Source: an optimization exercise on an open RTL-to-GDS flow (aim: small area and a short achievable clock period). Production flows keep margins and buffers that such runs may drop.
Where RTL was checked, it was by simulation tests only, not by an equivalence proof against the original.
Function not checked in runs 3 and 7: the RTL went through the layout flow alone.
Power figures rest on the tool's default switching activity, not on a simulated workload.

## flow/run.sh

```bash
#!/bin/bash
# Standard ORFS layout, with the port buffers made from the smallest buffer
# cell (every input and output port still gets its own buffer), and
# gain-based buffering of high-fanout nets before repair_design.
set -euo pipefail
export BUFFER_PORTS_ARGS="-buffer_cell sky130_fd_sc_hd__buf_1"
export PRE_RESIZE_TCL="$PWD/flow/pre_resize.tcl"
bash standard.sh > standard.log 2>&1
```

## flow/pre_resize.tcl

```tcl
set_dont_use [get_lib_cells {sky130_fd_sc_hd__clkdlybuf4s* sky130_fd_sc_hd__dlygate* sky130_fd_sc_hd__dlymetal*}]
repair_design -buffer_gain 4 -slew_margin 60 -cap_margin 20 -verbose
```

## standard.sh

```bash
#!/bin/bash
# synth_recipe.tcl (not shown) runs the flow's synth.tcl, then flattens the netlist and writes it again
# the make line also repeats each setting of config.mk as NAME=value (left out here)
make -C /OpenROAD-flow-scripts/flow DESIGN_CONFIG=/design/flow/config.mk WORK_HOME=/design/flow/orfs CLKGATE_MAP_FILE= SYNTH_SCRIPT=/design/flow/synth_recipe.tcl "${@:-finish}"
```

## config.mk

```make
export PLATFORM = sky130hd
export DESIGN_NAME = dec_unit
export DESIGN_NICKNAME = dec_unit
export VERILOG_FILES = /design/flow/design.v
export SDC_FILE = /design/flow/constraint.sdc
export NUM_CORES = 4
export LEC_CHECK = 0
export CAP_MARGIN = 20
export CORE_MARGIN = 2
export CORE_UTILIZATION = 65
export CTS_BUF_LIST = sky130_fd_sc_hd__clkbuf_4 sky130_fd_sc_hd__clkbuf_8
export SLEW_MARGIN = 60
```

## constraint.sdc

```tcl
create_clock -name core_clock -period 70.0 [get_ports {clk}]
set_input_delay 14.0000 -clock core_clock [delete_from_list [all_inputs] [get_ports {clk}]]
set_output_delay 14.0000 -clock core_clock [all_outputs]
set_load 0.01 [all_outputs]
```

## design.v

```verilog
module dec_unit (
    input  wire         clk,
    input  wire         rst,       
    input  wire         trig,      
    input  wire [1:0]   op,        
    input  wire [127:0] a,
    input  wire [127:0] b,
    output reg  [127:0] r,         
    output wire         done,      
    output reg          cpl,       
    output reg          dov,       
    output reg          exc,       
    output wire [15:0]  detail     
);
    reg [127:0] a_q, b_q;          
    reg         chk_q;
    reg [4:0]   cnt;               
    reg         done_q;            
    reg         pre_q;             
    reg         sh_q, lg_q;        
    reg         es_q;              
    reg         na_q;              
    reg         c_q;               
    reg         g_q;               
    reg         z_q;               
    reg         fa_q;              
    reg         bop_q;             
    reg [4:0]   bidx_q;            
    assign done   = done_q;
    assign detail = {4'd0, bidx_q, bop_q, 1'b1, 5'd0};
    wire first  = (cnt == 5'd1);
    wire over15 = |(a_q[127:64] | b_q[127:64]);
    wire over23 = |(a_q[127:96] | b_q[127:96]);
    wire p1     = first | (sh_q ? (cnt == 5'd2)
                                : ((cnt[4:2] == 3'd0) & (cnt[1:0] != 2'd0)) | (cnt == 5'd4));
    wire p2     = es_q & ~g_q & (sh_q ? ((cnt == 5'd3) | (cnt == 5'd4))
                                      : ((cnt[4:2] == 3'd1) & (cnt[1:0] != 2'd0)) | (cnt == 5'd8));
    wire half   = first ? ~over15 : (sh_q | (cnt > 5'd8));
    wire fseg   = first | (cnt[0] & (sh_q | cnt[3] | cnt[4] | ~cnt[1]));
    wire nin    = es_q & (p1 | p2);            
    reg [31:0] sl;
    reg [7:0]  bad_a, bad_b, nz;
    reg        c;
    reg [3:0]  x, y, o;
    reg [4:0]  t;
    reg        co, c0, c1;
    integer i;
    always @* begin
        c = first ? es_q : (fseg ? 1'b0 : c_q);
        for (i = 0; i < 8; i = i + 1) begin
            x = a_q[4*i +: 4];
            y = b_q[4*i +: 4];
            if (nin) y = {~(y[3] | y[2] | y[1]), y[2] ^ y[1], y[1], ~y[0]};
            t  = {1'b0, x} + {1'b0, y};
            c0 = t[4] | (t[3] & (t[2] | t[1]));           
            c1 = t[4] | (t[3] & (t[2] | t[1] | t[0]));    
            co = c ? c1 : c0;
            o  = t[3:0] + {1'b0, co, co, c};
            if (p2) o = {~(o[3] | o[2] | o[1]), o[2] ^ o[1], o[1], ~o[0]};
            sl[4*i +: 4] = o;
            bad_a[i] = a_q[4*i+3] & (a_q[4*i+2] | a_q[4*i+1]);
            bad_b[i] = b_q[4*i+3] & (b_q[4*i+2] | b_q[4*i+1]);
            nz[i]    = |o;
            if (i == 0 && fseg) begin
                sl[3:0]  = first ? b_q[3:0] : a_q[3:0];    
                bad_a[0] = ~chk_q & (a_q[3:0] < 4'hA);
                bad_b[0] = b_q[3:0] < 4'hA;
                nz[0]    = 1'b0;
            end else
                c = co;
        end
    end
    function [2:0] low8(input [7:0] v);
        integer j;
        begin
            low8 = 3'd0;
            for (j = 7; j >= 0; j = j - 1)
                if (v[j]) low8 = j[2:0];
        end
    endfunction
    wire [1:0] seg = cnt[1:0] - 2'd1;
    wire       neg_r   = es_q ? (g_q ? (na_q & ~z_q) : ~na_q)
                              : (na_q & ~(z_q & ~g_q));
    wire [3:0] sign_r  = chk_q ? a_q[3:0] : {3'b110, neg_r};
    wire       cdig    = sh_q & ~es_q & g_q;      
    wire       invalid = exc;
    wire       a_bad   = |bad_a;
    wire       b_bad   = |bad_b;
    wire       near    = lg_q ? (cnt == 5'd16) :
                         sh_q ? (cnt == 5'd4) : (cnt == 5'd10);
    wire       fin     = pre_q & ~trig;
    wire na_ld = (a[3:0] == 4'hB) || (a[3:0] == 4'hD);
    wire nb_ld = (b[3:0] == 4'hB) || (b[3:0] == 4'hD);
    always @(posedge clk) begin
        if (trig) begin
            a_q   <= op[1] ? 128'd0 : a;
            chk_q <= op[1];
            na_q  <= na_ld;
            es_q  <= ~op[1] & (na_ld ^ nb_ld ^ op[0]);
        end else begin
            a_q[31:0]   <= a_q[63:32];
            a_q[63:32]  <= half ? sl : a_q[95:64];
            a_q[95:64]  <= a_q[127:96];
            a_q[127:96] <= half ? a_q[95:64] : sl;
        end
        b_q <= trig ? b : {32'd0, b_q[127:32]};
        if (first) begin
            sh_q <= ~over15;
            lg_q <= over23;
        end
        c_q <= c;
        if (p1) begin
            g_q  <= c;
            z_q  <= ~(|nz) & (first | z_q);
            fa_q <= a_bad | (fa_q & ~first);
            exc  <= a_bad | b_bad | (exc & ~first);
            if (a_bad & (~fa_q | first)) begin
                bop_q  <= 1'b0;
                bidx_q <= {seg, low8(bad_a)};
            end else if (b_bad & (~exc | first)) begin
                bop_q  <= 1'b1;
                bidx_q <= {seg, low8(bad_b)};
            end
        end
        cnt    <= trig ? 5'd1 : cnt + 5'd1;
        dov    <= ~invalid & ~es_q & g_q & lg_q;
        pre_q <= ~rst & ~trig & ~done_q & near;
        if (rst) begin
            done_q <= 1'b1;
            cpl    <= 1'b0;
            r      <= 128'd0;
        end else begin
            done_q <= ~trig & (done_q | pre_q);
            cpl    <= fin;
            if (fin & ~invalid)
                r <= {a_q[127:65], a_q[64] | cdig, a_q[63:4], sign_r};
        end
    end
endmodule
```

==> summary.txt, run 1 <==
Global routing
  – Vias in the first global route: 15.9k
  – Initial antenna violation count: 2
  – Largest net degree at the start of global routing: 48
  – Total grt overflow: 0
  – First-pass GRT wire length: 90700 um
  – Gr usage total: 42.0%

Synth
  – Async SR Flop Fraction: 0%
  – Synth top area cells: dfxtp_1 (45%), nand2_1 (7.5%), mux2_2 (6.8%)
  – Gate count after technology mapping: 1817
  – Avg Inst Size Synth: 9.61 um2
  – Yosys Warn Count: 1
  – Share of the synthesized area in the top cell type: 45.2%
  – Number of synthesized flops with an enable pin: 15
  – Yosys cell types: 69
  – Mapped cell area: 0.0175 mm2
  – #FFs+latches synth: 409
  – Dominant synthesized flop cell: dfxtp_1
  – Sequential area share after synthesis: 47.8%
  – Synth area leader: dfxtp_1

Worst setup path
  – CP arrival: 1.26 ns
  – Critical path's slowest cell: dfxtp_1
  – Max Fanout on Critical Path: 2
  – Startpoint Class: flop
  – Slowest stage delay, CP: 0.34 ns
  – Worst-path cell chain: buf_1
  – CP delay by family, top: flip-flops
  – WS Path Type: reg -> out
  – Crit path buf inv count: 1
  – Crit. End Element: output port
  – Critical Path RT: 56.00 ns

Clock network
  – # resized after CTS: 0
  – TritonCTS buffer count: 61
  – Number of hold buffers added after CTS: 0
  – Clock Tree Buf Depth: 3
  – CTS sink count: 409
  – CTS tree: built
  – Clock latency on the worst-skew pair: 0.62 ns
  – Clock root buffer: clkbuf_8
  – H-tree depth: 2
  – Setup Buffers After CTS: 0
  – CTS clk-pin slew, worst paths: 0.06 ns

Timing
  – Final setup skew: 0.0284 ns
  – Tmin final: 15.26 ns
  – Max-slew headroom: 58.5%
  – Fin. max-slew vios: 0
  – Final worst-path cycle share: 21.8%
  – RSZ-0062 raised after global routing: no
  – Final setup violation count: 0
  – Fmax: 0.0655 GHz
  – Hold Fails Final Rpt: 0
  – Worst setup margin: 54.74 ns
  – Slew @ Worst Pin: 0.619 ns
  – Post-Route Setup TNS: 0 ns

Route
  – Antenna viol nets, final: 0
  – Pre-antenna DRT Iters: 8
  – Vias after detailed routing: 16.4k
  – Initial DRC count: 2033
  – Drt wl/cell: 22.4 um
  – Vias per cell: 6.05
  – DRC: 0
  – Overall routed net length: 60900 um

Die
  – Die Width: 168 um
  – Die height: 168 um
  – Rows: 59
  – Die area: 0.0282 mm2
  – Core box area: 0.0262 mm2
  – Initial Util: 66.6%
  – I/O pin cnt: 409

Power
  – Tot Pwr: 0.870 mW
  – Leak pwr: 8.82 nW
  – Pwr/cell area: 40.4 mW/mm2
  – Worst IR Drop VDD: 0.0282 mV

Final layout
  – Area growth syn-to-layout: 23.4%
  – Most common cell after layout, fill and taps aside: buf_1
  – Commonest cells after routing, fill and taps aside: buf_1 (403), dfxtp_1 (394), nand2_1 (348)
  – Share of cells above drive strength 1: 12.3%
  – Layout net count: 2679

Status
  – Status: complete, no violations

Placement
  – DP HPWL: 46200 um
  – Port bufs: 398
  – Pre-CTS WS: 54.34 ns
  – GP Congestion: 0.947

Flow run
  – Max Cap Viol: 0

Worst hold path
  – Worst hold path type: reg -> reg
-- flip-flops by register name, indices dropped and copies added (netlist names) --
register  count
a_q         128
b_q         128
r           128
bidx_q        5
cnt           5
bop_q         1
c_q           1
chk_q         1
cpl           1
done_q        1
dov           1
es_q          1
exc           1
fa_q          1
g_q           1
lg_q          1
na_q          1
pre_q         1
sh_q          1
z_q           1
-- metrics by stage --
step           hold slack (ns)  instances  util (%)  area, um2
3_5_place_dp             0.417       2605      77.3      20200
5_1_grt                  0.437       2717      82.2      21500
6_report                 0.428       2717      82.2      21500
3_3_place_gp             0.435       2455      72.5      19000
2_1_floorplan            0.432       1825         -      17500
4_1_cts                  0.431       2715      82.2      21500
-- cell families (layout without fill, tap and decap cells) --
kind of cell             count (synthesis)  count (layout)  synth area share, %
adder cells (fa/ha/maj)                 85              85                 6.78
AO/OA/AOI/OAI                          393             393                 13.9
flip-flops                             409             409                 47.8
multiplexers                           167             167                 10.3
other                                    2              12               0.0430
XOR/XNOR                                63              63                 3.20
AND/OR/NAND/NOR                        542             542                 14.0
buffers and inverters                  156             711                 3.91
-- per-layer routing --
layer	track usage (%)	share of wire, %
met5	0	0
met1	54.6	38
met3	9.12	12
met4	25.5	7.2
met2	64.4	43
-- synthesized netlist by cell type (5+ instances only) --
library cell,number
dfxtp_1,394
nand2_1,350
a21oi_1,156
mux2_2,105
clkbuf_1,85
ha_1,69
a22o_1,65
mux2i_1,62
o21ai_0,61
nor4_1,48
o21ai_1,42
inv_1,41
and2_1,35
xor2_1,33
nor2_1,32
a21o_1,30
xnor2_1,29
nand3_1,23
fa_1,16
edfxtp_1,15
buf_4,14
nand4_1,11
nor2b_1,9
nor3_1,9
buf_2,6
a31oi_1,5
buf_6,5
nand2b_1,5
-- path summary, 6_finish.rpt --
path              startpoint      end  slack (ns)  cells past startpoint
setup / recovery       r[97]    r[97]       54.74                      1
hold / removal       b_q[43]  b_q[11]        0.43                      1
setup reg to reg      cnt[0]      z_q       62.82                     29
hold reg to reg      b_q[43]  b_q[11]        0.43                      1
-- layout make-up --
class	instances	area [um2]
timing repair buffer	558	2810
antenna	2	5.00
sequential	409	8340
clock buffer	97	1220
tap	335	419
inverter	43	164
multi-input combinational	1260	8520
clock inverter	13	77.6
fill	1665	4660
-- power by group --
part	switching (mW)	internal [mW]	leakage, nW
registers	0.0188	0.269	3.40
clock network	0.0923	0.110	0.698
logic	0.236	0.143	4.72
total	0.347	0.522	8.82
==> inputs of run 2 (changes only) <==
==> flow/run.sh (replaced) <==
#!/bin/bash
# Standard ORFS layout, with the port buffers made from the smallest buffer
# cell (every input and output port still gets its own buffer), and a clock
# tree of larger sink clusters from small buffers, without dummy loads.
set -euo pipefail
export BUFFER_PORTS_ARGS="-buffer_cell sky130_fd_sc_hd__buf_1"
export CTS_ARGS="-sink_clustering_enable -repair_clock_nets -dont_use_dummy_load -sink_clustering_size 16 -sink_clustering_max_diameter 100 -buf_list {sky130_fd_sc_hd__clkbuf_4 sky130_fd_sc_hd__clkbuf_8}"
bash standard.sh > standard.log 2>&1
--- a/config.mk
+++ b/config.mk
@@ -10,3 +10,2 @@
 export CORE_UTILIZATION = 65
-export CTS_BUF_LIST = sky130_fd_sc_hd__clkbuf_4 sky130_fd_sc_hd__clkbuf_8
 export SLEW_MARGIN = 60
removed: flow/pre_resize.tcl
==> run 2 against run 1 <==
  * Synthesized cell count did not move
  * Setup slack got worse by 0.50 ns
  * Global-route usage shrank 5.4 points
  * Clock power is 47% lower
  * Count of clock-buffer cells in the layout fell by 68
  * Total power shrank 14%
  * Maximum frequency is 3.1% lower
  * Critical path type is now in -> reg
==> summary.txt, run 2 <==
Clock network
  – H-tree depth: 1 (-1)
  – Number of hold buffers added after CTS: 0 (unchanged)
  – Setup Buffers After CTS: 0 (unchanged)
  – TritonCTS buffer count: 29 (-52%)
  – # resized after CTS: 0 (unchanged)
  – CTS clk-pin slew, worst paths: 0.10 ns (+0.04 ns)
  – Clock Tree Buf Depth: 3 (unchanged)
  – Clock root buffer: clkbuf_8
  – CTS tree: built
  – CTS sink count: 409 (unchanged)
  – Clock latency on the worst-skew pair: 0.63 ns (about the same)

Worst setup path
  – Max Fanout on Critical Path: 75 (+73)
  – Worst-path cell chain: clkbuf_4 -> inv_2 -> buf_8 -> and3_4 -> clkbuf_8 -> nor2_1 -> a311oi_1
  – Critical path's slowest cell: clkbuf_8
  – Critical Path RT: 70.53 ns (+14.53 ns)
  – Slowest stage delay, CP: 0.52 ns (+0.18 ns)
  – Crit path buf inv count: 4 (+3)
  – CP delay by family, top: buffers and inverters
  – WS Path Type: in -> reg
  – Startpoint Class: primary input
  – Crit. End Element: flop
  – CP arrival: 16.28 ns (+15.02 ns)

Placement
  – DP HPWL: 41200 um (-11%)
  – Placed Cells incl. Taps: 2459 (-5.6%)
  – Pre-CTS WS: 53.38 ns (-0.959 ns)
  – Placed instance area: 0.0191 mm2 (-5.5%)
  – GP Congestion: 0.947 (unchanged)
  – Port bufs: 398 (unchanged)

Synth
  – Number of synthesized flops with an enable pin: 15 (unchanged)
  – Avg Inst Size Synth: 9.61 um2 (unchanged)
  – Yosys cell types: 69 (unchanged)
  – Synth area leader: dfxtp_1
  – #FFs+latches synth: 409 (unchanged)
  – Mapped cell area: 0.0175 mm2 (unchanged)
  – Async SR Flop Fraction: 0% (unchanged)
  – Sequential area share after synthesis: 47.8% (unchanged)
  – Gate count after technology mapping: 1817 (unchanged)
  – Synth top area cells: dfxtp_1 (45%), nand2_1 (7.5%), mux2_2 (6.8%)
  – Top post-synthesis cells by count: dfxtp_1 (394), nand2_1 (350), a21oi_1 (156)
  – Dominant synthesized flop cell: dfxtp_1
  – Count leader, synth: dfxtp_1
  – Yosys Warn Count: 1 (unchanged)
  – Share of the synthesized area in the top cell type: 45.2% (unchanged)

Route
  – Vias after detailed routing: 14.7k (-10%)
  – Vias per cell: 5.92 (-2.1%)
  – M1 wire length: 21900 um (-5.1%)
  – Initial DRC count: 1569 (-23%)
  – Drt wl/cell: 21.4 um (-4.5%)
  – DRC: 0 (unchanged)
  – WL met3: 5010 um (-30%)
  – Overall routed net length: 53300 um (-12%)
  – Antenna viol nets, final: 0 (unchanged)
  – Top Layer Used: met4
  – Pre-antenna DRT Iters: 5 (-3)
  – Met2 wire len: 24100 um (-8.6%)

Timing
  – RSZ-0062 raised after global routing: no
  – Slew @ Worst Pin: 0.653 ns (+0.0341 ns)
  – Fin. max-slew vios: 0 (unchanged)
  – Final setup skew: 0.0468 ns (+0.0184 ns)
  – Post-Route Setup TNS: 0 ns (unchanged)
  – Final setup violation count: 0 (unchanged)
  – Fmax: 0.0635 GHz (-3.1%)
  – Hold Fails Final Rpt: 0 (unchanged)
  – Fin Hold WS: 0.457 ns (+0.0282 ns)
  – Tmin final: 15.76 ns (+0.495 ns)
  – Final worst-path cycle share: 22.5% (+0.71 points)
  – Worst setup margin: 54.24 ns (-0.495 ns)
  – Max-slew headroom: 56.1% (-2.4 points)

Final layout
  – Share of cells above drive strength 1: 8.45% (-3.8 points)
  – Commonest cells after routing, fill and taps aside: buf_1 (396), dfxtp_1 (394), nand2_1 (350)
  – Post-route insts no fill: 2491 (-8.3%)
  – Cell area after layout: 0.0196 mm2 (-9.1%)
  – Area growth syn-to-layout: 12.2%
  – # fillers: 2065 (+24%)
  – Multi-input gate area: 0.00852 mm2 (about the same)
  – Layout net count: 2503 (-6.6%)
  – Largest registers: a_q: 128 flops, b_q: 128 flops, r: 128 flops
  – Reg area: 0.00834 mm2 (unchanged)
  – Most common cell after layout, fill and taps aside: buf_1

Die
  – Core box area: 0.0262 mm2 (unchanged)
  – Die height: 168 um (unchanged)
  – I/O pin cnt: 409 (unchanged)
  – Initial Util: 66.6% (unchanged)
  – Rows: 59 (unchanged)
  – Die area: 0.0282 mm2 (unchanged)
  – Die Width: 168 um (unchanged)

Global routing
  – Total grt overflow: 0 (unchanged)
  – Largest net degree at the start of global routing: 97 (+100%)
  – First-pass GRT wire length: 79000 um (-13%)
  – Initial antenna violation count: 1 (-1)
  – Gr usage total: 36.6% (-5.4 points)
  – Vias in the first global route: 13.9k (-12%)

Power
  – Pwr/cell area: 38.0 mW/mm2 (-6.0%)
  – Worst IR Drop VDD: 0.0197 mV (-30%)
  – Leak pwr: 7.58 nW (-14%)

Status
  – Status: complete, no violations

Worst hold path
  – Worst hold path type: reg -> reg

Flow run
  – Max Cap Viol: 0 (unchanged)
[run 2: worst register-to-register path, delay by kind of cell, from the launching register on]
family / cells / cell delay, ns
AO/OA/AOI/OAI: 8 / 2.27
adder cells (fa/ha/maj): 5 / 1.65
flip-flops: 1 / 0.60
AND/OR/NAND/NOR: 7 / 1.21
buffers and inverters: 3 / 0.82
XOR/XNOR: 3 / 0.67
[run 2: cells by family after synthesis]
group | count (synthesis) | synth area share (%)
AOI/OAI and AO/OA | 393 | 13.9
xor gates and xnor gates | 63 | 3.20
adders and majority gates | 85 | 6.78
buffers and inverters | 156 | 3.91
DFF | 409 | 47.8
muxes | 167 | 10.3
other | 2 | 0.0430
and+or+nand+nor | 542 | 14.0
[run 2: power breakdown]
part / total [mW] / internal (mW) / switching, mW
sequential: 0.304 / 0.269 / 0.0347
clock: 0.108 / 0.0370 / 0.0710
combinational: 0.332 / 0.128 / 0.203
[run 2: routing by layer]
metal	up-vias	global-route usage, %
met5	-	0
met4	0	15.8
met3	106	5.69
met2	803	57.7
met1	6897	50.3
li1	6941	-
[run 2: layout make-up]
type                            count  area share [%]
Antenna cell                        1          0.0128
Inverter                           43           0.824
Multi-Input combinational cell   1260            43.5
Timing Repair Buffer              414            8.92
Sequential cell                   409            42.6
Tap cell                          335            2.14
Clock buffer                       29            2.04
[run 2: per-stage QoR]
stage | util, % | power (mW)
finish | 74.8 | 0.744
floorplan | - | 0.520
global placement | 72.5 | 0.615
CTS | 74.5 | 0.731
detailed placement | 73.0 | 0.625
global route | 74.8 | 0.780
[run 2: final timing paths]
check / from / endpoint / slack, ns / cells past startpoint
setup reg to reg: cnt[0] / z_q / 62.65 / 26
setup / recovery: trig / r[3] / 54.24 / 7
hold reg to reg: r[4] / r[4] / 0.46 / 2
hold / removal: r[4] / r[4] / 0.46 / 2
==> inputs of run 3 (changes only) <==
--- a/design.v
+++ b/design.v
@@ -91,2 +91,4 @@
     wire       fin     = pre_q & ~trig;
+    wire       r_wr    = ~rst & fin & ~invalid;
+    wire       r_hold  = ~rst & ~(fin & ~invalid);
     wire na_ld = (a[3:0] == 4'hB) || (a[3:0] == 4'hD);
@@ -127,2 +129,4 @@
         pre_q <= ~rst & ~trig & ~done_q & near;
+        r <= ({a_q[127:65], a_q[64] | cdig, a_q[63:4], sign_r} & {128{r_wr}})
+           | (r & {128{r_hold}});
         if (rst) begin
@@ -130,3 +134,2 @@
             cpl    <= 1'b0;
-            r      <= 128'd0;
         end else begin
@@ -134,4 +137,2 @@
             cpl    <= fin;
-            if (fin & ~invalid)
-                r <= {a_q[127:65], a_q[64] | cdig, a_q[63:4], sign_r};
         end
==> flow/run.sh (replaced) <==
#!/bin/bash
# Standard ORFS layout, with the port buffers made from the smallest buffer
# cell (every input and output port still gets its own buffer), and a clock
# tree of larger sink clusters from small buffers, without dummy loads.
set -euo pipefail
export BUFFER_PORTS_ARGS="-buffer_cell sky130_fd_sc_hd__buf_1"
export CTS_ARGS="-sink_clustering_enable -repair_clock_nets -dont_use_dummy_load -sink_clustering_size 14 -sink_clustering_max_diameter 90 -buf_list {sky130_fd_sc_hd__clkbuf_4 sky130_fd_sc_hd__clkbuf_8}"
bash standard.sh > standard.log 2>&1
==> run 3 against run 2 <==
  * Routed wire length down 3.2%
  * Critical path depth unchanged
  * Clock skew up 0.023 ns
  * Global-route usage down 0.98 points
  * Worst hold slack worse by 0.0081 ns
  * Die area down 1.1%
  * Via count down 5.3%
  * Clock power up 8%
  * Setup slack better by 0.17 ns
  * Largest power group unchanged
  * Highest routed layer unchanged
==> summary.txt, run 3 <==
Status
  – Status: complete, no violations

Clock network
  – Clock latency on the worst-skew pair: 0.58 ns (-0.05 ns)
  – CTS sink count: 409 (unchanged)
  – Setup Buffers After CTS: 0 (unchanged)
  – H-tree depth: 2 (+1)
  – Number of hold buffers added after CTS: 0 (unchanged)
  – TritonCTS buffer count: 35 (+21%)
  – # resized after CTS: 0 (unchanged)
  – Clock Tree Buf Depth: 3 (unchanged)
  – Clock root buffer: clkbuf_8
  – CTS clk-pin slew, worst paths: 0.09 ns (about the same)
  – CTS tree: built

Power
  – Pwr/cell area: 39.5 mW/mm2 (+4.1%)
  – P_int: 0.446 mW (+2.8%)
  – Leak pwr: 7.99 nW (+5.3%)
  – Clock network power share: 15.2% (+0.7 points)
  – Sw power: 0.325 mW (+5.1%)
  – Switch share: 42.1% (+0.56 points)
  – Logic pwr share: 45.7% (+1.1 points)
  – Worst IR Drop VDD: 0.0224 mV (+14%)
  – Share of power burned in registers: 39.1% (-1.7 points)

Route
  – Vias after detailed routing: 14.0k (-5.3%)
  – M1 wire length: 21800 um (-0.48%)
  – Overall routed net length: 51700 um (-3.2%)
  – Drt wl/cell: 21.7 um (+1.3%)
  – Initial DRC count: 1278 (-19%)
  – Vias per cell: 5.86 (-0.97%)
  – Pre-antenna DRT Iters: 6 (+1)
  – WL met3: 4070 um (-19%)
  – Met2 wire len: 24000 um (-0.39%)
  – Top Layer Used: met4
  – Antenna viol nets, final: 0 (unchanged)
  – DRC: 0 (unchanged)

Global routing
  – Largest net degree at the start of global routing: 90 (-7.2%)
  – Vias in the first global route: 13.3k (-4.2%)
  – Initial antenna violation count: 5 (+4)
  – First-pass GRT wire length: 76700 um (-2.9%)
  – Total grt overflow: 0 (unchanged)
  – Gr usage total: 35.6% (-0.98 points)

Synth
  – Gate count after technology mapping: 1680 (-7.5%)
  – Synth top area cells: dfxtp_1 (46%), mux2_2 (6.5%), a22o_1 (6.3%)
  – #FFs+latches synth: 409 (unchanged)
  – Share of the synthesized area in the top cell type: 45.7% (+0.51 points)
  – Synth area leader: dfxtp_1
  – Async SR Flop Fraction: 0% (unchanged)
  – Avg Inst Size Synth: 10.3 um2 (+6.9%)
  – Number of synthesized flops with an enable pin: 15 (unchanged)
  – Yosys cell types: 69 (unchanged)
  – Dominant synthesized flop cell: dfxtp_1
  – Count leader, synth: dfxtp_1
  – Top post-synthesis cells by count: dfxtp_1 (394), nand2_1 (170), a22o_1 (125)
  – Yosys Warn Count: 1 (unchanged)
  – Mapped cell area: 0.0173 mm2 (-1.1%)
  – Sequential area share after synthesis: 48.3% (+0.54 points)

Final layout
  – Post-route insts no fill: 2382 (-4.4%)
  – Layout net count: 2389 (-4.6%)
  – Commonest cells after routing, fill and taps aside: buf_1 (397), dfxtp_1 (394), nand2_1 (170)
  – Finished Core Util: 74.9% (+0.14 points)
  – Multi-input gate area: 0.00811 mm2 (-4.8%)
  – Largest registers: a_q: 128 flops, b_q: 128 flops, r: 128 flops
  – Most common cell after layout, fill and taps aside: buf_1
  – Area growth syn-to-layout: 13.1%
  – # fillers: 1964 (-4.9%)
  – Share of cells above drive strength 1: 9.11% (+0.67 points)
  – Reg area: 0.00834 mm2 (unchanged)

Worst setup path
  – WS Path Type: in -> reg
  – R2r endpoint: z_q
  – CP arrival: 16.02 ns (-0.26 ns)
  – R2R cell count: 28 (+7.7%)
  – Reg2Reg Setup Slack: 62.55 ns (-0.10 ns)
  – RR Startpoint: cnt[0]
  – Crit. End Element: flop
  – Max Fanout on Critical Path: 89 (+19%)
  – Startpoint Class: primary input
  – Critical Path RT: 70.44 ns (-0.09 ns)

Timing
  – Fin. max-slew vios: 0 (unchanged)
  – Final worst-path cycle share: 22.3% (-0.24 points)
  – Worst setup margin: 54.41 ns (+0.169 ns)
  – Post-Route Setup TNS: 0 ns (unchanged)
  – Final setup violation count: 0 (unchanged)
  – Fmax: 0.0642 GHz (+1.1%)
  – Slew @ Worst Pin: 0.588 ns (-0.0652 ns)
  – Hold Fails Final Rpt: 0 (unchanged)
  – Final setup skew: 0.0699 ns (+0.0231 ns)
  – RSZ-0062 raised after global routing: no
  – Max-slew headroom: 60.8% (+4.7 points)
  – Fin Hold WS: 0.449 ns (-0.00808 ns)
  – Tmin final: 15.59 ns (-0.169 ns)

Placement
  – Pre-CTS WS: 53.96 ns (+0.580 ns)
  – Port bufs: 398 (unchanged)
  – DP HPWL: 39800 um (-3.3%)
  – GP Congestion: 0.957 (+1.0%)
  – Placed Cells incl. Taps: 2338 (-4.9%)

Worst hold path
  – Worst hold path depth: 2 (unchanged)
  – Worst hold path type: reg -> reg
  – Min-Delay Endpoint: r[64]
  – Startpoint of the worst hold path: r[64]

Flow run
  – Max Cap Viol: 0 (unchanged)

Die
  – Initial Util: 66.2% (-0.37 points)
  – I/O pin cnt: 409 (unchanged)
  – Die Width: 167 um (-0.55%)
  – Die height: 167 um (-0.55%)
  – Die area: 0.0279 mm2 (-1.1%)
  – Rows: 59 (unchanged)
  – Core box area: 0.0261 mm2 (-0.56%)
==> run 3: worst max-delay path, stage by stage <==
cell      delay [ns]
clkbuf_4        0.32
nor2b_4         0.48
buf_6           0.25
buf_6           0.17
buf_8           0.44
nand2_1         0.13
o21ai_0         0.12
==> run 3: final cells by class <==
type	count	share of cell area, %
Inverter	102	1.96
Multi-Input combinational cell	1078	41.6
Clock buffer	35	2.47
Antenna cell	6	0.0769
Timing Repair Buffer	417	9.06
Tap cell	335	2.15
Sequential cell	409	42.7
==> run 3: per-layer routing <==
layer  up-vias  track usage, %
li1       6587               -
met5         -               0
met1      6595            49.1
met2       687            57.0
met4         0            12.6
met3        96            5.99
==> run 3: kinds of logic after synthesis <==
kind of cell	synth area share (%)
AO/OA/AOI/OAI	15.1
XOR/XNOR	3.33
multiplexers	10.7
other	0.0435
flip-flops	48.3
AND/OR/NAND/NOR	10.3
adder cells (fa/ha/maj)	6.86
buffers and inverters	5.34
==> run 3: how the worst max path moves through the flow <==
stage | slack (ns) | end | start
after floorplan | 54.61 | b_q[83] | trig
after global placement | 53.43 | r[96] | trig
after detailed placement | 53.96 | a_q[92] | trig
after CTS | 54.48 | a_q[93] | trig
after global routing | 54.33 | a_q[93] | trig
final | 54.41 | a_q[93] | trig
==> run 3: per-stage QoR <==
stage / power [mW] / area [um2]
after global placement: 0.632 / 18800
after floorplan: 0.531 / 17300
final: 0.771 / 19500
after detailed placement: 0.644 / 18900
after CTS: 0.759 / 19400
after global routing: 0.812 / 19500
==> run 3: power by group through the flow <==
stage / combinational [mW] / clock (mW) / sequential [mW]
after floorplan: 0.240 / 0 / 0.291
after global placement: 0.327 / 0 / 0.305
after detailed placement: 0.338 / 0 / 0.306
after CTS: 0.341 / 0.118 / 0.301
after global routing: 0.381 / 0.127 / 0.305
final: 0.352 / 0.117 / 0.302
==> inputs of run 4 (changes only) <==
--- a/design.v
+++ b/design.v
@@ -93,2 +93,5 @@
     wire       r_hold  = ~rst & ~(fin & ~invalid);
+    wire ld_a  = trig & ~op[1];
+    wire t_h   = ~trig & half;                 
+    wire t_f   = ~trig & ~half;                
     wire na_ld = (a[3:0] == 4'hB) || (a[3:0] == 4'hD);
@@ -97,3 +100,2 @@
         if (trig) begin
-            a_q   <= op[1] ? 128'd0 : a;
             chk_q <= op[1];
@@ -101,9 +103,8 @@
             es_q  <= ~op[1] & (na_ld ^ nb_ld ^ op[0]);
-        end else begin
-            a_q[31:0]   <= a_q[63:32];
-            a_q[63:32]  <= half ? sl : a_q[95:64];
-            a_q[95:64]  <= a_q[127:96];
-            a_q[127:96] <= half ? a_q[95:64] : sl;
         end
-        b_q <= trig ? b : {32'd0, b_q[127:32]};
+        a_q[31:0]   <= (a[31:0]   & {32{ld_a}}) | (a_q[63:32] & {32{~trig}});
+        a_q[63:32]  <= (a[63:32]  & {32{ld_a}}) | (sl & {32{t_h}}) | (a_q[95:64] & {32{t_f}});
+        a_q[95:64]  <= (a[95:64]  & {32{ld_a}}) | (a_q[127:96] & {32{~trig}});
+        a_q[127:96] <= (a[127:96] & {32{ld_a}}) | (a_q[95:64] & {32{t_h}}) | (sl & {32{t_f}});
+        b_q <= (b & {128{trig}}) | ({32'd0, b_q[127:32]} & {128{~trig}});
         if (first) begin
--- a/config.mk
+++ b/config.mk
@@ -7,3 +7,3 @@
 export LEC_CHECK = 0
-export CAP_MARGIN = 20
+export CAP_MARGIN = 70
 export CORE_MARGIN = 2
==> run 4 against run 3 <==
  * Still clean
  * Non-clock buffer count rose by 20
  * Register-to-register slack improved by 0.27 ns
  * Combinational power about the same
  * Global-route usage is 0.95 points higher
  * Critical endpoint is now b_q[9]
==> summary.txt, run 4 <==
Clock network
  – CTS tree: built
  – Clock Tree Buf Depth: 3 (unchanged)
  – CTS clk-pin slew, worst paths: 0.09 ns (about the same)
  – CTS sink count: 409 (unchanged)
  – # resized after CTS: 0 (unchanged)
  – Clock root buffer: clkbuf_8
  – Setup Buffers After CTS: 0 (unchanged)
  – Clock latency on the worst-skew pair: 0.58 ns (about the same)
  – H-tree depth: 2 (unchanged)
  – TritonCTS buffer count: 35 (unchanged)
  – Number of hold buffers added after CTS: 0 (unchanged)

Die
  – Core box area: 0.0260 mm2 (-0.28%)
  – Die area: 0.0277 mm2 (-0.77%)
  – Rows: 59 (unchanged)
  – Initial Util: 65.9% (-0.33 points)
  – Die height: 166 um (-0.38%)
  – Die Width: 166 um (-0.38%)
  – I/O pin cnt: 409 (unchanged)

Synth
  – Async SR Flop Fraction: 0% (unchanged)
  – #FFs+latches synth: 409 (unchanged)
  – Yosys cell types: 64 (-7.2%)
  – Number of synthesized flops with an enable pin: 15 (unchanged)
  – Top post-synthesis cells by count: dfxtp_1 (394), nand2_1 (170), o21ai_0 (170)
  – Avg Inst Size Synth: 10.2 um2 (-1.1%)
  – Synth area leader: dfxtp_1
  – Share of the synthesized area in the top cell type: 46.1% (+0.36 points)
  – Yosys Warn Count: 1 (unchanged)
  – Gate count after technology mapping: 1685 (+0.30%)
  – Mapped cell area: 0.0171 mm2 (-0.78%)
  – Dominant synthesized flop cell: dfxtp_1
  – Synth top area cells: dfxtp_1 (46%), mux2_2 (6.8%), a22o_1 (6.5%)
  – Sequential area share after synthesis: 48.7% (+0.38 points)
  – Count leader, synth: dfxtp_1

Timing
  – Fin. max-slew vios: 0 (unchanged)
  – Slew @ Worst Pin: 0.562 ns (-0.0254 ns)
  – Post-Route Setup TNS: 0 ns (unchanged)
  – Fmax: 0.0650 GHz (+1.3%)
  – Max-slew headroom: 62.5% (+1.7 points)
  – Final worst-path cycle share: 22.0% (-0.28 points)
  – Final setup skew: 0.0661 ns (-0.00379 ns)
  – RSZ-0062 raised after global routing: no
  – Final setup violation count: 0 (unchanged)
  – Tmin final: 15.39 ns (-0.197 ns)
  – Hold Fails Final Rpt: 0 (unchanged)

Placement
  – DP HPWL: 40500 um (+1.8%)
  – Port bufs: 398 (unchanged)
  – GP Congestion: 0.947 (-1.0%)
  – Placed Cells incl. Taps: 2356 (+0.77%)

Route
  – Pre-antenna DRT Iters: 6 (unchanged)
  – Vias after detailed routing: 14.3k (+2.2%)
  – DRC: 0 (unchanged)
  – Drt wl/cell: 21.9 um (+1.1%)
  – Vias per cell: 5.95 (+1.5%)
  – Initial DRC count: 1270 (-0.63%)
  – Overall routed net length: 52600 um (+1.8%)
  – Antenna viol nets, final: 0 (unchanged)

Global routing
  – Gr usage total: 36.6% (+0.95 points)
  – Vias in the first global route: 13.7k (+2.5%)
  – First-pass GRT wire length: 78300 um (+2.2%)
  – Initial antenna violation count: 3 (-2)
  – Total grt overflow: 0 (unchanged)
  – Largest net degree at the start of global routing: 88 (-2.2%)

Worst setup path
  – Crit. End Element: flop
  – Max Fanout on Critical Path: 87 (-2.2%)
  – CP arrival: 15.81 ns (-0.21 ns)
  – Startpoint Class: primary input
  – Crit path buf inv count: 4 (unchanged)
  – Slowest stage delay, CP: 0.40 ns (-0.08 ns)
  – Critical Path RT: 70.42 ns (-0.02 ns)
  – CP delay by family, top: buffers and inverters
  – WS Path Type: in -> reg
  – Top cell by count, worst path: buf_16
  – Worst-path cell chain: clkbuf_4 -> buf_12 -> buf_16 -> buf_16 -> mux2_2
  – Critical path's slowest cell: mux2_2

Final layout
  – Largest registers: a_q: 128 flops, b_q: 128 flops, r: 128 flops
  – Commonest cells after routing, fill and taps aside: buf_1 (408), dfxtp_1 (394), nand2_1 (170)
  – Layout net count: 2410 (+0.88%)
  – Area growth syn-to-layout: 14.0%
  – Post-route insts no fill: 2400 (+0.76%)
  – Most common cell after layout, fill and taps aside: buf_1
  – Share of cells above drive strength 1: 9.02% (-0.093 points)

Power
  – Worst IR Drop VDD: 0.0245 mV (+9.4%)
  – Leak pwr: 8.03 nW (+0.54%)
  – Pwr/cell area: 39.5 mW/mm2 (about the same)

Status
  – Status: complete, no violations

Worst hold path
  – Worst hold path type: reg -> reg

Flow run
  – Max Cap Viol: 0 (unchanged)
## run 4: cell count changes after synthesis, sizes merged, moves of 3 or more
cell	delta
o21ai	+5
a31oi	-3
buf	+3
mux2i	-3
nor3	-3
nor3b	-3
## run 4: cells by family after synthesis
kind of cell	synth area share [%]
flip-flops	48.7
AO/OA/AOI/OAI	15.3
AND/OR/NAND/NOR	10.2
buffers and inverters	5.03
multiplexers	10.6
adder cells (fa/ha/maj)	6.91
XOR/XNOR	3.25
other	0.0439
## run 4: final cells by class
class	instances	area (um2)
tap	335	419
antenna	3	7.51
clock buffer	35	482
fill	1970	6460
inverter	103	392
sequential	409	8340
timing repair buffer	437	1880
multi-input combinational	1078	8010
## run 4: final timing paths
kind | start | endpoint | slack (ns) | cells after the start
worst max-delay path | trig | b_q[9] | 54.61 | 5
worst min-delay path | a_q[117] | r[117] | 0.45 | 1
worst max register to register | cnt[0] | z_q | 62.82 | 30
worst min register to register | a_q[117] | r[117] | 0.45 | 1
## run 4: power by group
| group | leakage [nW] | switching, mW | internal, mW |
|---|---|---|---|
| Clock | 0.252 | 0.0726 | 0.0450 |
| Sequential | 3.40 | 0.0357 | 0.269 |
| Combinational | 4.38 | 0.219 | 0.130 |
| Total | 8.03 | 0.327 | 0.444 |
## run 4: metal layers
metal	wire length, um	track usage (%)	vias to the layer above
li1	-	-	6607
met1	22000	50.3	6769
met2	24100	58.1	754
met3	3980	4.93	148
met4	2550	16.6	0
met5	0	0	-
## run 4: per-stage QoR
step / hold slack [ns] / instance area (um2) / setup slack (ns) / power, mW / util (%)
global route: 0.470 / 19500 / 54.52 / 0.807 / 75.1
floorplan: 0.430 / 17200 / 54.62 / 0.513 / -
CTS: 0.440 / 19500 / 54.65 / 0.756 / 74.9
global placement: 0.439 / 18700 / 53.36 / 0.626 / 72.0
detailed placement: 0.441 / 19000 / 54.07 / 0.640 / 73.1
finish: 0.447 / 19500 / 54.61 / 0.771 / 75.1
## run 4: worst reg2reg max path, delay by kind of cell (launching register included)
family,cells,cell delay [ns]
simple gates,8,1.55
flops,1,0.58
buf+inv,5,1.05
xor+xnor,3,0.59
fa+ha+maj,4,1.15
compound gates,10,2.13
==> inputs of run 5 (changes only) <==
--- a/config.mk
+++ b/config.mk
@@ -7,3 +7,3 @@
 export LEC_CHECK = 0
-export CAP_MARGIN = 70
+export CAP_MARGIN = 20
 export CORE_MARGIN = 2
==> run 5 against run 4 <==
  * Clock power about the same
  * Sequential power hardly changed
  * Cell count is 0.96% lower
  * Count of clock-buffer cells in the layout stayed put
  * Area after synthesis is the same
  * Combinational power fell by 3%
  * Flip-flop and latch count unchanged
==> summary.txt, run 5 <==
Clock network
  – Clock latency on the worst-skew pair: 0.56 ns (-0.02 ns)
  – Clock Tree Buf Depth: 3 (unchanged)
  – CTS clk-pin slew, worst paths: 0.09 ns (about the same)
  – Clock root buffer: clkbuf_8
  – H-tree depth: 2 (unchanged)
  – # resized after CTS: 0 (unchanged)
  – Setup Buffers After CTS: 0 (unchanged)
  – CTS sink count: 409 (unchanged)
  – CTS tree: built
  – TritonCTS buffer count: 35 (unchanged)
  – Number of hold buffers added after CTS: 0 (unchanged)

Die
  – Rows: 59 (unchanged)
  – Die area: 0.0277 mm2 (unchanged)
  – Die height: 166 um (unchanged)
  – Initial Util: 65.9% (unchanged)
  – Die Width: 166 um (unchanged)
  – I/O pin cnt: 409 (unchanged)
  – Core box area: 0.0260 mm2 (unchanged)

Worst setup path
  – Crit path buf inv count: 4 (unchanged)
  – CP delay by family, top: buffers and inverters
  – Critical Path RT: 70.41 ns (about the same)
  – Crit. End Element: flop
  – Top cell by count, worst path: buf_16
  – CP arrival: 15.82 ns (about the same)
  – Slowest stage delay, CP: 0.39 ns (about the same)
  – Max Fanout on Critical Path: 87 (unchanged)
  – Worst-path cell chain: clkbuf_4 -> buf_12 -> buf_16 -> buf_16 -> mux2_2
  – Critical path's slowest cell: mux2_2
  – Startpoint Class: primary input
  – WS Path Type: in -> reg

Timing
  – Max-slew headroom: 60.8% (-1.7 points)
  – Slew @ Worst Pin: 0.582 ns (+0.0201 ns)
  – Final setup skew: 0.0486 ns (-0.0174 ns)
  – Final worst-path cycle share: 22.0% (+0.029 points)
  – Fin Hold WS: 0.448 ns (+0.00160 ns)
  – Hold Fails Final Rpt: 0 (unchanged)
  – Fmax: 0.0649 GHz (-0.13%)
  – Final setup violation count: 0 (unchanged)
  – RSZ-0062 raised after global routing: no
  – Fin. max-slew vios: 0 (unchanged)
  – Tmin final: 15.41 ns (+0.0203 ns)
  – Post-Route Setup TNS: 0 ns (unchanged)
  – Worst setup margin: 54.59 ns (-0.0203 ns)

Synth
  – Mapped cell area: 0.0171 mm2 (unchanged)
  – Count leader, synth: dfxtp_1
  – Synth area leader: dfxtp_1
  – Top post-synthesis cells by count: dfxtp_1 (394), nand2_1 (170), o21ai_0 (170)
  – #FFs+latches synth: 409 (unchanged)
  – Async SR Flop Fraction: 0% (unchanged)
  – Yosys Warn Count: 1 (unchanged)
  – Dominant synthesized flop cell: dfxtp_1
  – Avg Inst Size Synth: 10.2 um2 (unchanged)
  – Sequential area share after synthesis: 48.7% (unchanged)
  – Synth top area cells: dfxtp_1 (46%), mux2_2 (6.8%), a22o_1 (6.5%)
  – Number of synthesized flops with an enable pin: 15 (unchanged)
  – Share of the synthesized area in the top cell type: 46.1% (unchanged)
  – Yosys cell types: 64 (unchanged)
  – Gate count after technology mapping: 1685 (unchanged)

Route
  – Drt wl/cell: 21.9 um (-0.11%)
  – DRC: 0 (unchanged)
  – Vias per cell: 5.93 (-0.35%)
  – Initial DRC count: 1443 (+14%)
  – Overall routed net length: 52000 um (-1.1%)
  – Antenna viol nets, final: 0 (unchanged)
  – Vias after detailed routing: 14.1k (-1.3%)
  – Pre-antenna DRT Iters: 6 (unchanged)

Status
  – Status: complete, no violations

Placement
  – Placed instance area: 0.0189 mm2 (-0.50%)
  – Port bufs: 398 (unchanged)
  – GP Congestion: 0.947 (unchanged)
  – DP HPWL: 40400 um (-0.43%)
  – Pre-CTS WS: 54.07 ns (-0.00220 ns)

Power
  – Pwr/cell area: 39.2 mW/mm2 (-0.81%)
  – Worst IR Drop VDD: 0.0250 mV (+1.8%)
  – Leak pwr: 7.96 nW (-0.84%)

Final layout
  – # fillers: 1978 (+0.41%)
  – Largest registers: a_q: 128 flops, b_q: 128 flops, r: 128 flops
  – Layout net count: 2389 (-0.87%)
  – Cell area after layout: 0.0194 mm2 (-0.63%)
  – Area growth syn-to-layout: 13.3%
  – Finished Core Util: 74.7% (-0.48 points)
  – Most common cell after layout, fill and taps aside: buf_1
  – Reg area: 0.00834 mm2 (unchanged)
  – Multi-input gate area: 0.00801 mm2 (about the same)
  – Share of cells above drive strength 1: 8.67% (-0.35 points)
  – Commonest cells after routing, fill and taps aside: buf_1 (397), dfxtp_1 (394), nand2_1 (170)

Flow run
  – Max Cap Viol: 0 (unchanged)

Global routing
  – Gr usage total: 36.2% (-0.41 points)
  – Initial antenna violation count: 1 (-2)
  – Total grt overflow: 0 (unchanged)
  – First-pass GRT wire length: 77300 um (-1.3%)
  – Largest net degree at the start of global routing: 88 (unchanged)
  – Vias in the first global route: 13.4k (-2.2%)

Worst hold path
  – Worst hold path type: reg -> reg
run 5: per-layer routing:
| layer | vias up | track usage [%] | routed length [um] |
|---|---|---|---|
| met1 | 6626 | 50.3 | 21800 |
| met4 | 0 | 14.6 | 2290 |
| met5 | - | 0 | 0 |
| met2 | 774 | 57.8 | 23600 |
| li1 | 6573 | - | - |
| met3 | 118 | 4.50 | 4300 |
run 5: worst paths after layout:
path / end / slack [ns] / depth (start not counted) / startpoint
worst max-delay path: b_q[15] / 54.59 / 5 / trig
worst min-delay path: b_q[27] / 0.45 / 1 / b_q[59]
worst max register to register: a_q[58] / 62.73 / 26 / cnt[0]
worst min register to register: b_q[27] / 0.45 / 1 / b_q[59]
run 5: area by class of cell:
type | instances | area share [%]
clock buffers | 35 | 2.48
well taps | 335 | 2.16
inverters | 103 | 2.02
flip-flops and latches | 409 | 43.0
diodes | 1 | 0.0129
multi-input cells | 1078 | 41.3
repair buffers | 416 | 9.06
run 5: stage by stage:
stage                     cells  power, mW
after floorplan            1693      0.513
after global placement     2332      0.626
after detailed placement   2340      0.635
after CTS                  2375      0.751
after global routing       2377      0.797
final                      2377      0.760
run 5: report_power, final:
group	switching (mW)	internal [mW]	leakage, nW
Clock	0.0726	0.0450	0.252
Sequential	0.0351	0.269	3.40
Combinational	0.214	0.124	4.31
Total	0.322	0.438	7.96
run 5: cells by family (layout without fill, tap and decap cells):
family          Yosys count  in the layout  share of synthesized area, %
other cells               2             11                        0.0439
flops                   409            409                          48.7
buf+inv                 206            554                          5.03
compound gates          390            390                          15.3
simple gates            363            363                          10.2
mux                     168            168                          10.6
xor+xnor                 62             62                          3.25
fa+ha+maj                85             85                          6.91
run 5: worst register-to-register path, stage by stage, from the launching register on:
cell	delay, ns
dfxtp_1	0.57
inv_1	0.17
ha_1	0.22
or2_2	0.30
a311oi_1	0.33
o21a_1	0.18
buf_4	0.35
o21ai_2	0.22
buf_4	0.29
xnor2_1	0.19
ha_1	0.23
inv_1	0.07
fa_1	0.39
xor2_1	0.23
nand2_1	0.13
a31o_2	0.26
nand4_1	0.14
o211a_1	0.17
nor2_2	0.09
a2111oi_0	0.41
o21ai_1	0.23
ha_1	0.28
fa_1	0.68
nand2_1	0.10
xnor2_1	0.43
mux2i_1	0.14
o21ai_0	0.35
==> inputs of run 6 (changes only) <==
--- a/design.v
+++ b/design.v
@@ -19,2 +19,3 @@
     reg         pre_q;             
+    reg         wr_q;              
     reg         sh_q, lg_q;        
@@ -91,4 +92,4 @@
     wire       fin     = pre_q & ~trig;
-    wire       r_wr    = ~rst & fin & ~invalid;
-    wire       r_hold  = ~rst & ~(fin & ~invalid);
+    wire       r_wr    = ~rst & wr_q & ~trig;
+    wire       r_hold  = ~rst & ~(wr_q & ~trig);
     wire ld_a  = trig & ~op[1];
@@ -130,2 +131,3 @@
         pre_q <= ~rst & ~trig & ~done_q & near;
+        wr_q  <= ~rst & ~trig & ~done_q & near & ~exc;    
         r <= ({a_q[127:65], a_q[64] | cdig, a_q[63:4], sign_r} & {128{r_wr}})
==> run 6 against run 5 <==
  * Total power fell by 0.52%
  * Sequential share of layout area is 0.42 points higher
  * Via count shrank 2.9%
  * Clock skew grew 0.0018 ns
  * Utilization rose by 1.4 points
  * Flip-flop and latch count grew 1
  * Die area shrank 1.4%
  * Register-to-register slack got worse by 0.21 ns
  * Non-clock buffer count up 1
  * Routed wire length fell by 0.89%
  * Clock power hardly changed
  * Global-route usage rose by 0.48 points
  * Critical path type unchanged
==> summary.txt, run 6 <==
Global routing
  – First-pass GRT wire length: 74600 um (-3.5%)
  – Vias in the first global route: 12.9k (-3.4%)
  – Gr usage total: 36.7% (+0.48 points)
  – Initial antenna violation count: 4 (+3)
  – Total grt overflow: 0 (unchanged)
  – Largest net degree at the start of global routing: 95 (+8.0%)

Clock network
  – CTS tree: built
  – CTS sink count: 410 (+0.24%)
  – Clock root buffer: clkbuf_8
  – # resized after CTS: 0 (unchanged)
  – Clock Tree Buf Depth: 3 (unchanged)
  – Setup Buffers After CTS: 0 (unchanged)
  – H-tree depth: 2 (unchanged)
  – CTS clk-pin slew, worst paths: 0.09 ns (about the same)
  – TritonCTS buffer count: 35 (unchanged)
  – Number of hold buffers added after CTS: 0 (unchanged)
  – Clock latency on the worst-skew pair: 0.56 ns (about the same)

Route
  – Vias per cell: 6.06 (+2.2%)
  – Overall routed net length: 51600 um (-0.89%)
  – Initial DRC count: 1213 (-16%)
  – Pre-antenna DRT Iters: 7 (+1)
  – DRC: 0 (unchanged)
  – Drt wl/cell: 22.9 um (+4.4%)
  – Vias after detailed routing: 13.7k (-2.9%)
  – Antenna viol nets, final: 0 (unchanged)

Die
  – Die area: 0.0273 mm2 (-1.4%)
  – Core box area: 0.0253 mm2 (-2.5%)
  – Die height: 165 um (-0.69%)
  – Initial Util: 66.7% (+0.76 points)
  – Rows: 58 (-1.7%)
  – I/O pin cnt: 409 (unchanged)
  – Die Width: 165 um (-0.69%)

Status
  – Status: complete, no violations

Timing
  – Hold Fails Final Rpt: 0 (unchanged)
  – Fin Hold WS: 0.460 ns (+0.0120 ns)
  – Post-Route Setup TNS: 0 ns (unchanged)
  – Tmin final: 15.47 ns (+0.0584 ns)
  – Final worst-path cycle share: 22.1% (+0.083 points)
  – Final setup skew: 0.0504 ns (+0.00176 ns)
  – RSZ-0062 raised after global routing: no
  – Worst setup margin: 54.53 ns (-0.0584 ns)
  – Final setup violation count: 0 (unchanged)
  – Slew @ Worst Pin: 0.606 ns (+0.0238 ns)
  – Max-slew headroom: 59.3% (-1.5 points)
  – Fmax: 0.0646 GHz (-0.38%)
  – Fin. max-slew vios: 0 (unchanged)

Power
  – Worst IR Drop VDD: 0.0228 mV (-8.7%)
  – Tot Pwr: 0.756 mW (-0.52%)
  – Leak pwr: 7.83 nW (-1.7%)
  – Pwr/cell area: 39.3 mW/mm2 (+0.20%)

Worst setup path
  – Startpoint Class: primary input
  – Crit. End Element: flop
  – Crit path buf inv count: 5 (+1)
  – Critical path's slowest cell: clkbuf_8
  – CP delay by family, top: buffers and inverters
  – Top cell by count, worst path: buf_6
  – Max Fanout on Critical Path: 78 (-10%)
  – R2R cell count: 27 (+3.8%)
  – WS Path Type: in -> reg
  – CP arrival: 15.92 ns (+0.10 ns)
  – Critical Path RT: 70.46 ns (+0.05 ns)
  – Slowest stage delay, CP: 0.45 ns (+0.06 ns)
  – Worst path depth: 8 (+3)
  – Worst-path cell chain: clkbuf_4 -> inv_2 -> nor2_4 -> buf_6 -> buf_6 -> clkbuf_8 -> nand2_1 -> o21ai_0

Final layout
  – Largest registers: a_q: 128 flops, b_q: 128 flops, r: 128 flops
  – Area growth syn-to-layout: 14.1%
  – Share of cells above drive strength 1: 9.83% (+1.2 points)
  – # fillers: 1827 (-7.6%)
  – Finished Core Util: 76.0% (+1.4 points)
  – Reg area: 0.00836 mm2 (+0.24%)
  – Commonest cells after routing, fill and taps aside: buf_1 (397), dfxtp_1 (395), a22o_1 (186)
  – Layout net count: 2271 (-4.9%)
  – Most common cell after layout, fill and taps aside: buf_1
  – Multi-input gate area: 0.00808 mm2 (+0.94%)

Synth
  – #FFs+latches synth: 410 (+0.24%)
  – Synth area leader: dfxtp_1
  – Count leader, synth: dfxtp_1
  – Dominant synthesized flop cell: dfxtp_1
  – Yosys cell types: 61 (-4.7%)
  – Async SR Flop Fraction: 0% (unchanged)
  – Gate count after technology mapping: 1565 (-7.1%)
  – Number of synthesized flops with an enable pin: 15 (unchanged)
  – Share of the synthesized area in the top cell type: 46.8% (+0.77 points)
  – Yosys Warn Count: 1 (unchanged)
  – Mapped cell area: 0.0169 mm2 (-1.4%)
  – Avg Inst Size Synth: 10.8 um2 (+6.2%)
  – Top post-synthesis cells by count: dfxtp_1 (395), a22o_1 (186), nand2_1 (110)
  – Synth top area cells: dfxtp_1 (47%), a22o_1 (9.6%), mux2_2 (7.0%)
  – Sequential area share after synthesis: 49.5% (+0.81 points)

Placement
  – Pre-CTS WS: 53.99 ns (-0.0797 ns)
  – DP HPWL: 39400 um (-2.3%)
  – GP Congestion: 0.962 (+1.6%)
  – Port bufs: 398 (unchanged)

Flow run
  – Max Cap Viol: 0 (unchanged)

Worst hold path
  – Worst hold path depth: 2 (+1)
  – Worst hold path type: reg -> reg
[run 6: area by class of cell]
type / instances / area share (%)
well taps: 330 / 2.14
diodes: 4 / 0.0520
repair buffers: 417 / 9.15
flip-flops and latches: 410 / 43.4
clock buffers: 35 / 2.50
inverters: 40 / 0.780
multi-input cells: 1021 / 42.0
[run 6: worst min-delay path: stages, from the launching register on]
cell and delay, ns:
dfxtp_1 0.34, nand2_1 0.04, o21ai_0 0.05
[run 6: worst paths after layout]
path / slack [ns] / end / startpoint
setup reg to reg: 62.52 / z_q / cnt[0]
hold reg to reg: 0.46 / r[2] / r[2]
setup / recovery: 54.53 / a_q[111] / trig
hold / removal: 0.46 / r[2] / r[2]
[run 6: through the flow]
step,instances,instance area [um2]
2_1_floorplan,1573,16900
3_3_place_gp,2209,18500
3_5_place_dp,2216,18700
4_1_cts,2251,19200
5_1_grt,2257,19300
6_report,2257,19300
[run 6: cells by family after synthesis]
family                     Yosys count  share of synthesized area [%]
DFF                                410                           49.5
buffers and inverters              142                           3.56
adders and majority gates           86                           7.07
xor gates and xnor gates            63                           3.35
and+or+nand+nor                    303                           9.07
muxes                              168                           10.7
other                                2                         0.0445
AOI/OAI and AO/OA                  391                           16.7
[run 6: report_power, final]
part / internal (mW) / switching, mW
Clock: 0.0450 / 0.0724
Combinational: 0.131 / 0.205
Sequential: 0.269 / 0.0331
[run 6: metal layers]
layer / up-vias / wire [um] / GRT usage (%)
li1: 6351 / - / -
met1: 6452 / 20800 / 49.0
met2: 748 / 24000 / 59.3
met3: 125 / 4390 / 5.17
met4: 0 / 2410 / 16.4
met5: - / 0 / 0
==> inputs of run 7 (changes only) <==
--- a/design.v
+++ b/design.v
@@ -27,2 +27,3 @@
     reg         fa_q;              
+    reg         inv_q;             
     reg         bop_q;             
@@ -86,3 +87,3 @@
     wire       cdig    = sh_q & ~es_q & g_q;      
-    wire       invalid = exc;
+    wire       invalid = inv_q;
     wire       a_bad   = |bad_a;
@@ -119,3 +120,3 @@
             fa_q <= a_bad | (fa_q & ~first);
-            exc  <= a_bad | b_bad | (exc & ~first);
+            inv_q <= a_bad | b_bad | (inv_q & ~first);
             if (a_bad & (~fa_q | first)) begin
@@ -123,3 +124,3 @@
                 bidx_q <= {seg, low8(bad_a)};
-            end else if (b_bad & (~exc | first)) begin
+            end else if (b_bad & (~inv_q | first)) begin
                 bop_q  <= 1'b1;
@@ -130,4 +131,5 @@
         dov    <= ~invalid & ~es_q & g_q & lg_q;
+        exc    <= invalid;
         pre_q <= ~rst & ~trig & ~done_q & near;
-        wr_q  <= ~rst & ~trig & ~done_q & near & ~exc;    
+        wr_q  <= ~rst & ~trig & ~done_q & near & ~inv_q;  
         r <= ({a_q[127:65], a_q[64] | cdig, a_q[63:4], sign_r} & {128{r_wr}})
==> run 7 against run 6 <==
  * Setup slack got worse by 0.20 ns
  * Cell count increased by 0.35%
  * Sequential power about the same
  * Sequential share of layout area increased by 0.15 points
  * Critical path type unchanged
  * Critical endpoint is now r[114]
==> summary.txt, run 7 <==
Die
  – Die area: 0.0273 mm2 (+0.12%)
  – Initial Util: 65.6% (-1.1 points)
  – Core box area: 0.0258 mm2 (+1.7%)
  – Die Width: 165 um (about the same)
  – I/O pin cnt: 409 (unchanged)
  – Rows: 59 (+1.7%)
  – Die height: 165 um (about the same)

Worst setup path
  – R2r endpoint: z_q
  – Max Fanout on Critical Path: 79 (+1.3%)
  – RR Startpoint: cnt[0]
  – Worst-path cell chain: clkbuf_8 -> inv_2 -> clkbuf_8 -> a21oi_4 -> buf_6 -> buf_8 -> a22o_1
  – CP arrival: 16.14 ns (+0.22 ns)
  – Crit. End Element: flop
  – Slowest stage delay, CP: 0.43 ns (-0.02 ns)
  – Reg2Reg Setup Slack: 62.64 ns (+0.12 ns)
  – R2R cell count: 25 (-7.4%)
  – Critical Path RT: 70.47 ns (about the same)
  – Critical path's slowest cell: buf_8
  – CP delay by family, top: buffers and inverters
  – WS Path Type: in -> reg
  – Top cell by count, worst path: clkbuf_8
  – Startpoint Class: primary input
  – Crit path buf inv count: 5 (unchanged)

Worst hold path
  – Worst hold path depth: 2 (unchanged)
  – Min-Delay Endpoint: r[0]
  – Startpoint of the worst hold path: r[0]
  – Worst hold path type: reg -> reg

Global routing
  – Vias in the first global route: 12.9k (-0.56%)
  – Largest net degree at the start of global routing: 105 (+11%)
  – Initial antenna violation count: 8 (+4)
  – Total grt overflow: 0 (unchanged)
  – First-pass GRT wire length: 76500 um (+2.6%)
  – Gr usage total: 37.8% (+1.1 points)

Route
  – WL met3: 4880 um (+11%)
  – Vias per cell: 6.10 (+0.65%)
  – Met2 wire len: 24400 um (+1.4%)
  – Top Layer Used: met5
  – Pre-antenna DRT Iters: 6 (-1)
  – DRC: 0 (unchanged)
  – Initial DRC count: 1237 (+2.0%)
  – Drt wl/cell: 23.3 um (+2.1%)
  – Vias after detailed routing: 13.8k (+1.0%)
  – Overall routed net length: 52900 um (+2.5%)
  – Antenna viol nets, final: 0 (unchanged)
  – M1 wire length: 21000 um (+0.82%)

Power
  – Worst IR Drop VDD: 0.0290 mV (+27%)
  – Leak pwr: 7.82 nW (-0.17%)
  – Tot Pwr: 0.762 mW (+0.75%)
  – Pwr/cell area: 39.6 mW/mm2 (+0.86%)

Placement
  – GP Congestion: 0.988 (+2.7%)
  – Placed Cells incl. Taps: 2220 (+0.18%)
  – Pre-CTS WS: 53.78 ns (-0.208 ns)
  – DP HPWL: 40700 um (+3.4%)
  – Port bufs: 398 (unchanged)

Final layout
  – Area growth syn-to-layout: 13.8%
  – Post-route insts no fill: 2265 (+0.35%)
  – # fillers: 1930 (+5.6%)
  – Commonest cells after routing, fill and taps aside: buf_1 (397), dfxtp_1 (396), a22o_1 (186)
  – Layout net count: 2270 (-0.044%)
  – Most common cell after layout, fill and taps aside: buf_1
  – Largest registers: a_q: 128 flops, b_q: 128 flops, r: 128 flops
  – Share of cells above drive strength 1: 9.47% (-0.36 points)

Clock network
  – Clock latency on the worst-skew pair: 0.57 ns (about the same)
  – Setup Buffers After CTS: 0 (unchanged)
  – CTS sink count: 411 (+0.24%)
  – Clock root buffer: clkbuf_8
  – Clock Tree Buf Depth: 3 (unchanged)
  – H-tree depth: 2 (unchanged)
  – CTS tree: built
  – TritonCTS buffer count: 35 (unchanged)
  – # resized after CTS: 0 (unchanged)
  – Number of hold buffers added after CTS: 0 (unchanged)
  – CTS clk-pin slew, worst paths: 0.09 ns (about the same)

Timing
  – Hold Fails Final Rpt: 0 (unchanged)
  – Max-slew headroom: 61.4% (+2.1 points)
  – RSZ-0062 raised after global routing: no
  – Worst setup margin: 54.33 ns (-0.199 ns)
  – Fmax: 0.0638 GHz (-1.3%)
  – Final setup skew: 0.0389 ns (-0.0115 ns)
  – Post-Route Setup TNS: 0 ns (unchanged)
  – Tmin final: 15.67 ns (+0.199 ns)
  – Fin. max-slew vios: 0 (unchanged)
  – Final setup violation count: 0 (unchanged)
  – Slew @ Worst Pin: 0.563 ns (-0.0433 ns)
  – Final worst-path cycle share: 22.4% (+0.28 points)

Synth
  – Avg Inst Size Synth: 10.8 um2 (about the same)
  – Synth area leader: dfxtp_1
  – Top post-synthesis cells by count: dfxtp_1 (396), a22o_1 (186), nand2_1 (110)
  – Count leader, synth: dfxtp_1
  – #FFs+latches synth: 411 (+0.24%)
  – Mapped cell area: 0.0169 mm2 (+0.12%)
  – Sequential area share after synthesis: 49.6% (+0.060 points)
  – Gate count after technology mapping: 1566 (+0.064%)
  – Dominant synthesized flop cell: dfxtp_1
  – Share of the synthesized area in the top cell type: 46.9% (+0.063 points)
  – Synth top area cells: dfxtp_1 (47%), a22o_1 (9.6%), mux2_2 (7.0%)
  – Yosys Warn Count: 1 (unchanged)
  – Async SR Flop Fraction: 0% (unchanged)
  – Number of synthesized flops with an enable pin: 15 (unchanged)
  – Yosys cell types: 61 (unchanged)

Flow run
  – Max Cap Viol: 0 (unchanged)

Status
  – Status: complete, no violations
==> run 7: cell types whose count changed in the layout (fill, tap and decap cells not counted), sizes merged <==
cell	previous run	this run
buf	412	409
clkdlybuf4s15	1	0
clkdlybuf4s18	0	2
dfxtp	395	396
diode	4	8
==> run 7: worst reg2reg max path: cells and delay by family, from the launching register on <==
kind                       cells  cell delay (ns)
AOI/OAI and AO/OA              8             2.51
adders and majority gates      5             1.83
and+or+nand+nor                7             0.89
xor gates and xnor gates       3             0.85
DFF                            1             0.60
buffers and inverters          2             0.47
==> run 7: how the worst max path moves through the flow <==
stage	startpoint	end	depth (start not counted)
global route	trig	a_q[116]	9
CTS	trig	r[114]	7
finish	trig	r[114]	7
floorplan	trig	b_q[16]	4
detailed placement	trig	r[120]	7
global placement	trig	r[109]	7
==> run 7: kinds of logic (layout without fill, tap and decap cells) <==
family	Yosys count	count (layout)	share of synthesized area, %
other	2	18	0.0444
flip-flops	411	411	49.6
buffers and inverters	142	490	3.55
AND/OR/NAND/NOR	303	303	9.06
AO/OA/AOI/OAI	391	391	16.6
XOR/XNOR	63	63	3.35
adder cells (fa/ha/maj)	86	86	7.06
multiplexers	168	168	10.7
==> run 7: power by group <==
group | total, mW | switching (mW) | internal (mW)
combinational | 0.337 | 0.208 | 0.129
clock | 0.119 | 0.0739 | 0.0450
sequential | 0.305 | 0.0354 | 0.270
total | 0.762 | 0.317 | 0.444
==> run 7: cell type report <==
type                    instances  area (um2)  area share (%)
well taps                     335         419            2.18
repair buffers                415        1750            9.10
multi-input cells            1021        8040            41.8
inverters                      40         150           0.780
diodes                          8        20.0           0.104
flip-flops and latches        411        8380            43.5
clock buffers                  35         482            2.50
==> run 7: metal layers <==
metal,GRT usage [%],vias to the layer above
li1,-,6345
met5,0,-
met2,61.4,773
met4,17.5,2
met1,48.4,6551
met3,8.02,142
==> run 7: through the flow <==
| step | cell area (um2) | hold WS, ns | utilization (%) |
|---|---|---|---|
| after global placement | 18500 | 0.432 | 71.9 |
| after detailed placement | 18700 | 0.441 | 72.5 |
| after CTS | 19200 | 0.461 | 74.4 |
| final | 19200 | 0.460 | 74.7 |
| after global routing | 19200 | 0.478 | 74.6 |
| after floorplan | 16900 | 0.414 | - |

[afterwards: timing with drivers on the ports]
The flow's constraints put no driver on any port. The routed layouts listed below were extracted and timed again, unchanged, in two steps.
Step 1 sets driving cells, clkbuf_16 on the clock port and buf_2 on the other inputs (assumed; they add their load-dependent delay and slew).
Step 2 also shifts input and output timing later by t, the mid clock arrival at the registers, as if the neighbouring blocks saw the same clock.
Three values: ideal ports, drivers, drivers and shift; two values: the first two.
| run | t, ns | setup slack, ns | latest minus earliest clock arrival (ns) | pins driven straight from the clock port |
|---|---|---|---|---|
| run 1 | 0.653 | 54.740 / 54.690 / 54.174 | 0.029 / 0.029 | 1 |
| run 2 | 0.657 | 54.245 / 54.274 / 53.617 | 0.048 / 0.047 | 1 |
| run 3 | 0.591 | 54.414 / 54.433 / 53.843 | 0.071 / 0.071 | 1 |
| run 4 | 0.597 | 54.611 / 54.637 / 54.041 | 0.066 / 0.067 | 1 |
| run 5 | 0.587 | 54.590 / 54.618 / 54.031 | 0.050 / 0.051 | 1 |
| run 6 | 0.580 | 54.532 / 54.547 / 53.967 | 0.050 / 0.051 | 1 |
| run 7 | 0.597 | 54.332 / 54.344 / 53.747 | 0.039 / 0.039 | 1 |
After both steps setup and hold are still met in every run listed. The setup slack of run 2, which loses most, moves by +0.029 ns with the drivers and by -0.628 ns with both steps.
